This is an optimization exercise on Yosys and OpenROAD, whose aim is small area, a short achievable clock period and few clock cycles per item, not a production implementation. Only simulation tests tie the RTL to the original design; equivalence was not proved. No activity file was given, so power comes from the tool's default toggle rates.

==> flow/design.v <==
module cmp_coder (
    input  wire        clk,
    input  wire        rst,           
    input  wire        blk_start,
    input  wire [1:0]  blk_order,     
    input  wire        blk_reset,     
    output wire        idle,
    input  wire        in_valid,
    output wire        in_ready,
    input  wire [31:0] in_data,
    input  wire        in_last,
    output wire        out_valid,
    input  wire        out_ready,
    output wire [31:0] out_data,
    output wire        blk_done,
    output wire [31:0] blk_crc,
    output wire [15:0] blk_len,
    output wire [23:0] st_x1,
    output wire [23:0] st_x2,
    output wire [23:0] st_x3,
    output wire [23:0] st_a
);
    reg         busy;         
    reg         open;         
    reg         o_p1, o_p2;   
    reg         o_n1, o_n2;   
    reg  [1:0]  pc;           
    reg         rep;          
    reg         zr;           
    reg         start_q;      
    reg         init_q;       
    reg         rst_q;
    reg         idle_r, ready_r, done_r;
    reg         flush;        
    reg  [4:0]  fill;         
    reg         hv, tv;       
    reg         c_v, c_code, c_last, c_long, c_second;
    reg         l1;           
    wire        done  = done_r;
    wire        start = blk_start && idle_r;
    wire        stall = tv || l1;
    wire        adv   = !stall;
    assign idle     = idle_r;
    assign in_ready = ready_r;
    wire   take     = in_valid && ready_r;
    wire        busy_n = start || (busy && !done);
    wire        open_n = start || (open && !(take && in_last));
    wire [1:0]  pc_n   = start ? 2'd3 : (rep && adv) ? pc - 2'd1 : pc;
    always @(posedge clk) begin
        rst_q   <= rst;
        start_q <= start && !rst;
        init_q  <= rst || (start && blk_reset);
        if (rst) begin
            busy <= 1'b0;
            open <= 1'b0;
            pc   <= 2'd3;
            rep  <= 1'b1;
            zr   <= 1'b1;
        end else begin
            if (start) zr <= blk_reset;
            busy <= busy_n;
            open <= open_n;
            pc   <= pc_n;
            rep  <= (pc_n != 2'd0);
        end
        if (start) begin
            o_p1 <= blk_order[0];
            o_p2 <= blk_order[1];
            o_n1 <= blk_order[1];
            o_n2 <= blk_order[1] && blk_order[0];
        end
    end
    reg         in_v, in_l, in_f;
    reg  [31:0] in_d;
    always @(posedge clk) begin
        if (rst) in_v <= 1'b0;
        else if (adv) in_v <= take;
        if (adv) begin
            in_d <= in_data;
            in_l <= in_last;
            in_f <= in_data[6] && take;    
        end
    end
    reg  [23:0] x1, x2, x3;       
    reg  [26:0] pp, nq;           
    reg  [31:0] crc;
    wire        go   = adv && !rep && in_v;      
    wire        step = go || (adv && rep);
    wire        p_hi = !pp[26] && (pp[25:23] != 3'd0);
    wire        p_lo =  pp[26] && ((pp[25:23] != 3'h7) || (pp[22:0] == 23'd0));
    wire [23:0] p_clamped = p_hi ? 24'h7FFFFF : p_lo ? 24'h800001 : pp[23:0];
    wire [23:0] a_o = rep ? (zr ? 24'd0 : x3) : in_d[31:8];
    wire [23:0] a   = in_f ? p_clamped : a_o;
    wire [26:0] sa  = {{3{a[23]}}, a};
    wire [26:0] sx1 = {{3{x1[23]}}, x1};
    wire [26:0] p_next, n_next;
    cc_add3 #(27) u_padd (
        .x(o_p1 ? sa : 27'd0), .y(o_p2 ? {sa[25:0], 1'b0} : 27'd0), .z(~nq),
        .s(p_next));
    cc_add3 #(27) u_nadd (
        .x(o_n1 ? sa : 27'd0), .y(o_n2 ? {sa[25:0], 1'b0} : 27'd0), .z(o_n2 ? ~sx1 : ~27'd0),
        .s(n_next));
    wire [27:0] res;
    cc_sub #(28) u_res (.a({{4{in_d[31]}}, in_d[31:8]}), .b({pp[26], pp}), .d(res));
    wire [27:0] z = {res[26:0], 1'b0} ^ {28{res[27]}};    
    wire [31:0] crc_next;
    cc_crc u_crc (.c(crc), .w(in_d), .n(crc_next));
    reg         s1_v, s1_code, s1_last, s1_sat;
    reg  [27:0] s1_z;
    always @(posedge clk) begin
        if (rst) s1_v <= 1'b0;
        else if (adv) s1_v <= go;
        if (adv) begin
            s1_code <= !in_d[6];
            s1_last <= in_l;
            s1_z    <= z;
            s1_sat  <= (z[27:20] != 8'd0);
        end
        if (start_q) crc <= 32'hFFFFFFFF;
        else if (go) crc <= crc_next;
        if (step) begin
            x1 <= a;
            x2 <= x1;
            x3 <= x2;
            pp <= p_next;
            nq <= n_next;
        end
    end
    reg  [23:0] acc;              
    reg  [4:0]  k;                
    wire [23:0] acc_next;
    cc_add3 #(24) u_aadd (.x(acc), .y({4'd0, s1_z[19:0] | {20{s1_sat}}}), .z({4'hF, ~acc[23:4]}),
                          .s(acc_next));
    wire [4:0]  k_next;
    cc_log2 u_log2 (.a(acc_next[23:4]), .k(k_next));
    wire [4:0]  q;
    wire        esc, long_c;
    wire [5:0]  plen1;
    wire [4:0]  plen2;
    cc_rice u_rice (.z(s1_z), .k(k), .q(q), .esc(esc), .long_c(long_c),
                    .plen1(plen1), .plen2(plen2));
    reg  [27:0] c_z;
    reg  [4:0]  c_k;
    reg         c_esc;
    reg  [5:0]  c_plen1;
    reg  [4:0]  c_plen2;
    always @(posedge clk) begin
        if (rst) c_v <= 1'b0;
        else if (adv) c_v <= s1_v;
        if (adv) begin
            c_code  <= s1_code;
            c_last  <= s1_last;
            c_z     <= s1_z;
            c_k     <= k;
            c_esc   <= esc;
            c_long  <= long_c;
            c_plen1 <= plen1;
            c_plen2 <= plen2;
        end
        if (init_q) begin
            acc <= 24'd128;
            k   <= 5'd3;
        end else if (adv && s1_v && s1_code) begin
            acc <= acc_next;
            k   <= k_next;
        end
    end
    wire [31:0] piece;
    wire [5:0]  tot;
    cc_piece u_piece (.fill(fill), .z(c_z), .k(c_k), .esc(c_esc), .long_c(c_long),
                      .second(c_second), .plen1(c_plen1), .plen2(c_plen2),
                      .piece(piece), .tot(tot));
    reg         p_v, p_last;
    reg  [31:0] p_piece;
    reg  [5:0]  p_tot;
    reg  [31:0] word;             
    reg  [31:0] hd, tl;           
    reg  [15:0] len;
    wire [31:0] w_ins, w_rest;
    cc_pack u_pack (.word(word), .piece(p_piece), .tot(p_tot), .w_ins(w_ins), .w_rest(w_rest));
    wire        ins   = p_v && !tv;
    wire        fpush = flush && !tv && (fill != 5'd0);
    wire        push  = (ins && p_tot[5]) || fpush;
    wire [31:0] pdata = p_v ? w_ins : word;
    wire        pop   = hv && out_ready;
    wire        hv_n    = (hv && !pop) || tv || push;
    wire        tv_n    = hv && !pop && (tv || push);
    wire        flush_n = (!tv && p_last) || (flush && !done);
    wire        l1_n    = adv ? (s1_v && s1_code && long_c) : (l1 && tv);
    wire        done_n  = flush && !done && (fpush || fill == 5'd0) && !hv_n && !tv_n;
    always @(posedge clk) begin
        if (rst) c_second <= 1'b0;
        else if (l1 && !tv) c_second <= 1'b1;
        else if (adv)       c_second <= 1'b0;
        if (rst) begin
            p_v    <= 1'b0;
            p_last <= 1'b0;
        end else if (!tv) begin
            p_v    <= c_v && c_code;
            p_last <= c_v && c_last && (!c_code || !c_long || c_second);
        end
        if (!tv) begin
            p_piece <= piece;
            p_tot   <= tot;
        end
        if (rst_q) word <= 32'd0;
        else if (ins) word <= p_tot[5] ? w_rest : w_ins;
        else if (fpush) word <= 32'd0;
        if (rst) begin
            fill    <= 5'd0;
            flush   <= 1'b0;
            hv      <= 1'b0;
            tv      <= 1'b0;
            l1      <= 1'b0;
            done_r  <= 1'b0;
            idle_r  <= 1'b0;
            ready_r <= 1'b0;
        end else begin
            if (!tv && c_v && c_code) fill <= tot[4:0];
            else if (fpush)           fill <= 5'd0;
            flush <= flush_n;
            hv    <= hv_n;
            tv    <= tv_n;
            l1    <= l1_n;
            done_r  <= done_n;
            idle_r  <= (!busy_n || done_n) && (pc_n == 2'd0);
            ready_r <= open_n && !(pc_n[1]) && !tv_n && !l1_n;
        end
        if (!hv || pop) hd <= tv ? tl : pdata;
        if (push) tl <= pdata;
        if (start_q)   len <= 16'd0;
        else if (push) len <= len + 16'd1;
    end
    assign out_valid = hv;
    assign out_data  = hd;
    assign blk_done  = done;
    assign blk_crc   = ~crc;
    assign blk_len   = len;
    assign st_x1     = x1;
    assign st_x2     = x2;
    assign st_x3     = x3;
    assign st_a      = acc;
endmodule
module cc_add3 #(parameter W = 27) (
    input  wire [W-1:0] x,
    input  wire [W-1:0] y,
    input  wire [W-1:0] z,
    output wire [W-1:0] s
);
    wire [W-1:0] cs = x ^ y ^ z;
    wire [W-1:0] cc = (x & y) | (x & z) | (y & z);
    assign s = cs + {cc[W-2:0], 1'b1};
endmodule
module cc_sub #(parameter W = 28) (
    input  wire [W-1:0] a,
    input  wire [W-1:0] b,
    output wire [W-1:0] d
);
    assign d = a - b;
endmodule
module cc_log2 (
    input  wire [19:0] a,
    output reg  [4:0]  k
);
    integer i;
    always @(*) begin
        k = 5'd0;
        for (i = 0; i < 20; i = i + 1)
            if (a[i]) k = i[4:0];
    end
endmodule
module cc_rice (
    input  wire [27:0] z,
    input  wire [4:0]  k,
    output wire [4:0]  q,
    output wire        esc,
    output wire        long_c,
    output wire [5:0]  plen1,
    output wire [4:0]  plen2
);
    wire [27:0] zq = z >> k;
    assign q      = zq[4:0];
    assign esc    = (zq[27:5] != 23'd0) || (q[4] && q[3]);
    assign long_c = esc || q[4] || (q[3] && q[2]);
    assign plen1  = esc ? 6'd24 : long_c ? {1'b0, q} : ({1'b0, q} + {1'b0, k} + 6'd1);
    assign plen2  = esc ? 5'd28 : k + 5'd1;
endmodule
module cc_piece (
    input  wire [4:0]  fill,
    input  wire [27:0] z,
    input  wire [4:0]  k,
    input  wire        esc,
    input  wire        long_c,
    input  wire        second,
    input  wire [5:0]  plen1,
    input  wire [4:0]  plen2,
    output reg  [31:0] piece,
    output wire [5:0]  tot
);
    reg  [4:0]  fm, os;
    reg  [5:0]  oe, plen;
    always @(*) begin
        if (second) begin
            fm   = esc ? 5'd28 : k;
            os   = 5'd0;
            oe   = 6'd0;
            plen = {1'b0, plen2};
        end else if (long_c) begin
            fm   = 5'd0;
            os   = 5'd0;
            oe   = plen1;
            plen = plen1;
        end else begin
            fm   = k;
            os   = k + 5'd1;
            oe   = plen1;
            plen = plen1;
        end
    end
    integer b;
    always @(*) begin
        for (b = 0; b < 32; b = b + 1)
            piece[b] = (b < 28 && b < fm && z[b % 28]) || (b >= os && b < oe);
    end
    assign tot = {1'b0, fill} + plen;
endmodule
module cc_pack (
    input  wire [31:0] word,
    input  wire [31:0] piece,
    input  wire [5:0]  tot,
    output wire [31:0] w_ins,
    output wire [31:0] w_rest
);
    wire [95:0] sh = {piece, 64'd0} >> tot;
    assign w_ins  = word | sh[63:32];
    assign w_rest = sh[31:0];
endmodule
module cc_crc (
    input  wire [31:0] c,
    input  wire [31:0] w,
    output wire [31:0] n
);
    wire [31:0] t = c ^ w;
    cc_xor #(32'h1F91CAF6) u_x0 (.t(t), .o(n[0]));
    cc_xor #(32'h3F2395EC) u_x1 (.t(t), .o(n[1]));
    cc_xor #(32'h7E472BD8) u_x2 (.t(t), .o(n[2]));
    cc_xor #(32'hFC8E57B1) u_x3 (.t(t), .o(n[3]));
    cc_xor #(32'hE68D6595) u_x4 (.t(t), .o(n[4]));
    cc_xor #(32'hD28B01DD) u_x5 (.t(t), .o(n[5]));
    cc_xor #(32'hBA87C94C) u_x6 (.t(t), .o(n[6]));
    cc_xor #(32'h6A9E586F) u_x7 (.t(t), .o(n[7]));
    cc_xor #(32'hD53CB0DE) u_x8 (.t(t), .o(n[8]));
    cc_xor #(32'hB5E8AB4B) u_x9 (.t(t), .o(n[9]));
    cc_xor #(32'h74409C60) u_x10 (.t(t), .o(n[10]));
    cc_xor #(32'hE88138C1) u_x11 (.t(t), .o(n[11]));
    cc_xor #(32'hCE93BB74) u_x12 (.t(t), .o(n[12]));
    cc_xor #(32'h82B6BC1F) u_x13 (.t(t), .o(n[13]));
    cc_xor #(32'h1AFCB2C8) u_x14 (.t(t), .o(n[14]));
    cc_xor #(32'h35F96591) u_x15 (.t(t), .o(n[15]));
    cc_xor #(32'h6BF2CB23) u_x16 (.t(t), .o(n[16]));
    cc_xor #(32'hD7E59646) u_x17 (.t(t), .o(n[17]));
    cc_xor #(32'hB05AE67B) u_x18 (.t(t), .o(n[18]));
    cc_xor #(32'h7F240600) u_x19 (.t(t), .o(n[19]));
    cc_xor #(32'hFE480C00) u_x20 (.t(t), .o(n[20]));
    cc_xor #(32'hE301D2F6) u_x21 (.t(t), .o(n[21]));
    cc_xor #(32'hD9926F1B) u_x22 (.t(t), .o(n[22]));
    cc_xor #(32'hACB514C0) u_x23 (.t(t), .o(n[23]));
    cc_xor #(32'h46FBE377) u_x24 (.t(t), .o(n[24]));
    cc_xor #(32'h8DF7C6EE) u_x25 (.t(t), .o(n[25]));
    cc_xor #(32'h047E472B) u_x26 (.t(t), .o(n[26]));
    cc_xor #(32'h08FC8E57) u_x27 (.t(t), .o(n[27]));
    cc_xor #(32'h11F91CAF) u_x28 (.t(t), .o(n[28]));
    cc_xor #(32'h23F2395E) u_x29 (.t(t), .o(n[29]));
    cc_xor #(32'h47E472BD) u_x30 (.t(t), .o(n[30]));
    cc_xor #(32'h8FC8E57B) u_x31 (.t(t), .o(n[31]));
endmodule
module cc_xor #(parameter [31:0] M = 32'd0) (
    input  wire [31:0] t,
    output wire        o
);
    assign o = ^(t & M);
endmodule
==> flow/run.sh <==
#!/bin/bash
# synth_recipe.tcl (not shown) runs the flow's synth.tcl, then flattens the netlist and writes it again
# the make line also repeats each setting of config.mk as NAME=value (left out here)
make -C /OpenROAD-flow-scripts/flow DESIGN_CONFIG=/design/flow/config.mk WORK_HOME=/design/flow/orfs CLKGATE_MAP_FILE= SYNTH_SCRIPT=/design/flow/synth_recipe.tcl finish
==> flow/config.mk <==
export PLATFORM = sky130hd
export DESIGN_NAME = cmp_coder
export DESIGN_NICKNAME = cmp_coder
export VERILOG_FILES = /design/flow/design.v
export SDC_FILE = /design/flow/constraint.sdc
export NUM_CORES = 4
export LEC_CHECK = 0
export CAP_MARGIN = 20
export CORE_MARGIN = 2
export CORE_UTILIZATION = 40
export PLACE_DENSITY = 0.6
export SLEW_MARGIN = 20
export SYNTH_HIERARCHICAL = 1
==> flow/constraint.sdc <==
create_clock -name core_clock -period 15.0 [get_ports {clk}]
set_input_delay 3.0000 -clock core_clock [delete_from_list [all_inputs] [get_ports {clk}]]
set_output_delay 3.0000 -clock core_clock [all_outputs]
set_load 0.01 [all_outputs]
==> run notes <==
Run status - finished clean
Initial Util - 40.53%
Reg2reg path depth - 13
DRT Pass-1 Iters - 6
Relative slew slack - 34.35%
Worst R2R End - pp[23]
Final routed DRC violation total - 0
# rows - 111
Setup violators final - 0
Final Core Density - 46.68%
Hold Vio Cnt, Final - 0
Logic gate share of total power - 42.0%
Routed Antenna Nets - 0
Die area - 95630 um2
Hold path startpoint - in_l
Critical path buffer and inverter count - 1
Worst vdd ir - 0.1164 mV
Achievable frequency - 0.1981 GHz
P_int - 0.003789 W
Setup Buffers After CTS - 0
Global route overflow - 0
Worst Hold Class - reg2reg
CTS sink cnt - 480
Port Buffers - 220
Worst EP arrival - 5.45 ns
Reg power frac - 33.7%
CTS buffer count - 59
Post-Syn Instances - 3624
Worst R2R Setup Slack - 9.95 ns
Startpoint Class - register
Hold-fix buffer count after cts - 0
Core box area - 91940 um2
Post-synthesis cell area - 37270 um2
Clock network power share - 24.3%
DP HPWL - 82280 um
Post-CTS Resized - 0
Final wirelength - 111100 um
Initial antenna violation count - 1
Fillers - 8735
First-pass GRT wire length - 170300 um
Overall routing resource usage - 23.00%
Tightest Pin Transition - 0.9839 ns
Fin. max-slew vios - 0
Dpl ws - 10.03 ns
Most used cell, CP - a31oi_1
Synth Area per Inst - 10.28 um2
Crit path max-delay family - simple AND/OR/NAND/NOR gates
Cells along the critical path - buf_4 -> or4b_4 -> nand2_2 -> a31oi_1 -> and2_1 -> fa_1 -> ha_1 -> a21o_1 -> a21oi_4 -> a31oi_1 -> nor3_1 -> o221ai_1 -> xor2_1
Placed Area - 40930 um2
Clk root buf - clkbuf_16
CP Capture Type - register
RR Startpoint - in_f
Fin crit share - 33.66%
CP max stage cell - nor3_1
Placed cell count - 4980
Max-cap violation count - 0
Die Y - 309.2 um
Chip width - 309.2 um
Io pins - 221
DR iter-0 viols - 2270
Hold Path Cell Cnt - 0
Sw Share - 37.76%
Net Switching - 0.002299 W
Drt wl/cell - 21.81 um
Hold Crit Endpoint - s1_last
Routability cong. - 0.9488
Clock Skew - 0.03485 ns
Htree depth - 2
Setup_tns - 0 ns
Vias in the first global route - 27980
LEAKAGE - 16.39 nW
RSZ-0062 raised after global routing - no
Area grow syn2layout - 15.18%
Largest net degree at the start of global routing - 82
Period minus WS final - 5.049 ns
Vias per std cell - 5.547
Clk buf depth - 3
CTS tree - yes
Yosys warnings - 9
Worst-path fanout max - 26
Crit-path max cell delay - 0.62 ns
Later-pin clock latency in the skew report - 0.68 ns
CP required - 15.40 ns
Design Area, Final - 42920 um2
Nets - 4032
Via count of the routed design - 28250
Worst-path clk slew - 0.06 ns
Layout cell share with drive strength beyond 1 - 12.16%
Power Dens Cells - 141.8 nW/um2
Setup CP Type - reg2reg
Final WS setup - 9.951 ns
Layout Cells excl Fill - 5093
-- sequential cells by signal (all words and copies together) (netlist names), 16 cells and up --
register / count
word: 32
len: 16
pp: 27
crc: 32
c_z: 28
nq: 27
p_piece: 32
in_d: 32
acc: 24
x3: 24
x1: 24
tl: 32
hd: 32
s1_z: 28
x2: 24
-- layout make-up --
type / instances / area, um2 / share of cell area (%)
antenna: 1 / 2.502 / 0.005830
inverter: 186 / 698.2 / 1.627
timing repair buffer: 279 / 2646 / 6.165
sequential: 480 / 13060 / 30.42
tap: 1243 / 1555 / 3.623
multi-input combinational: 2792 / 22980 / 53.53
clock inverter: 42 / 420.4 / 0.9794
clock buffer: 70 / 1569 / 3.655
-- power by group through the flow --
stage / Sequential (W) / Clock (W) / Combinational, W
CTS: 0.00205 / 0.00152 / 0.00257
global route: 0.00208 / 0.00156 / 0.00282
detailed placement: 0.00208 / 0 / 0.00255
finish: 0.00205 / 0.00148 / 0.00256
global placement: 0.00208 / 0 / 0.00253
floorplan: 0.00195 / 0 / 0.00193
-- worst max path at each step --
stage / from / endpoint / slack [ns] / cells after the start
after floorplan: tv / nq[0] / 8.05 / 2
after global placement: rst / idle_r / 10.08 / 4
after detailed placement: in_f / pp[23] / 10.03 / 13
after CTS: in_f / pp[23] / 10.02 / 13
after global routing: in_f / nq[18] / 9.82 / 13
final: in_f / pp[23] / 9.95 / 13
-- placed cells by master (no fill, tap or decap), types with 23 or more instances in the layout --
cell             instances
xnor2_1                439
edfxtp_1               344
nand2_1                260
clkdlybuf4s50_1        220
a21oi_1                214
nor2_1                 194
inv_1                  180
dfxtp_1                134
xor2_1                 119
ha_1                   112
mux2_2                  98
o21ai_0                 98
mux2i_1                 90
and2_1                  88
fa_1                    81
a21o_1                  74
clkbuf_16               60
buf_4                   57
nand3_1                 53
nor3_1                  51
nand2b_1                43
a211o_1                 39
nor2b_1                 37
o2bb2ai_1               35
xnor3_1                 34
mux4_2                  34
a221oi_1                31
a31oi_1                 27
nand4_1                 27
o21ai_1                 26
xor2_2                  26
or2_2                   24
a31oi_2                 24
o211ai_1                23
-- through the flow --
stage | hold slack (ns) | total power, W
floorplan | 0.4003 | 0.003878
global placement | 0.4039 | 0.004612
detailed placement | 0.4066 | 0.004627
CTS | 0.4210 | 0.006137
global route | 0.4239 | 0.006461
finish | 0.4204 | 0.006088
-- metal layers --
layer,wire (um),vias up,GRT usage [%]
li1,-,13420,-
met1,47960,13830,30.03
met2,52680,778,38.46
met3,5495,225,2.896
met4,4937,0,9.731
met5,0,-,0
Testbench counts, summed over its fixed seeds: cycles 30,381, items 29,834.

==> what the ideal ports hide <==
How much do the figures lean on ideal ports? The routed layout below was timed once more, with nothing changed but the port constraints. Step 1, drivers: a clkbuf_16 drives clk and a buf_2 each remaining input, both assumed. Step 2 also shifts input and output timing later by t, the mid clock arrival at the registers, as if the neighbouring blocks saw the same clock. Slacks: ideal ports / drivers / drivers and shift; pairs: ideal ports / drivers.
shift t [ns]: 0.726
setup slack, ns: 9.951 / 9.951 / 9.951
worst setup path after step 2: register to register
worst register clock-pin slew, ns: 0.07 / 0.07
worst slew at a driven data input, ns: 0.22
After both steps this run still meets setup and hold. The setup slack of this run moves by 0.000 ns with the drivers and by 0.000 ns with both steps.
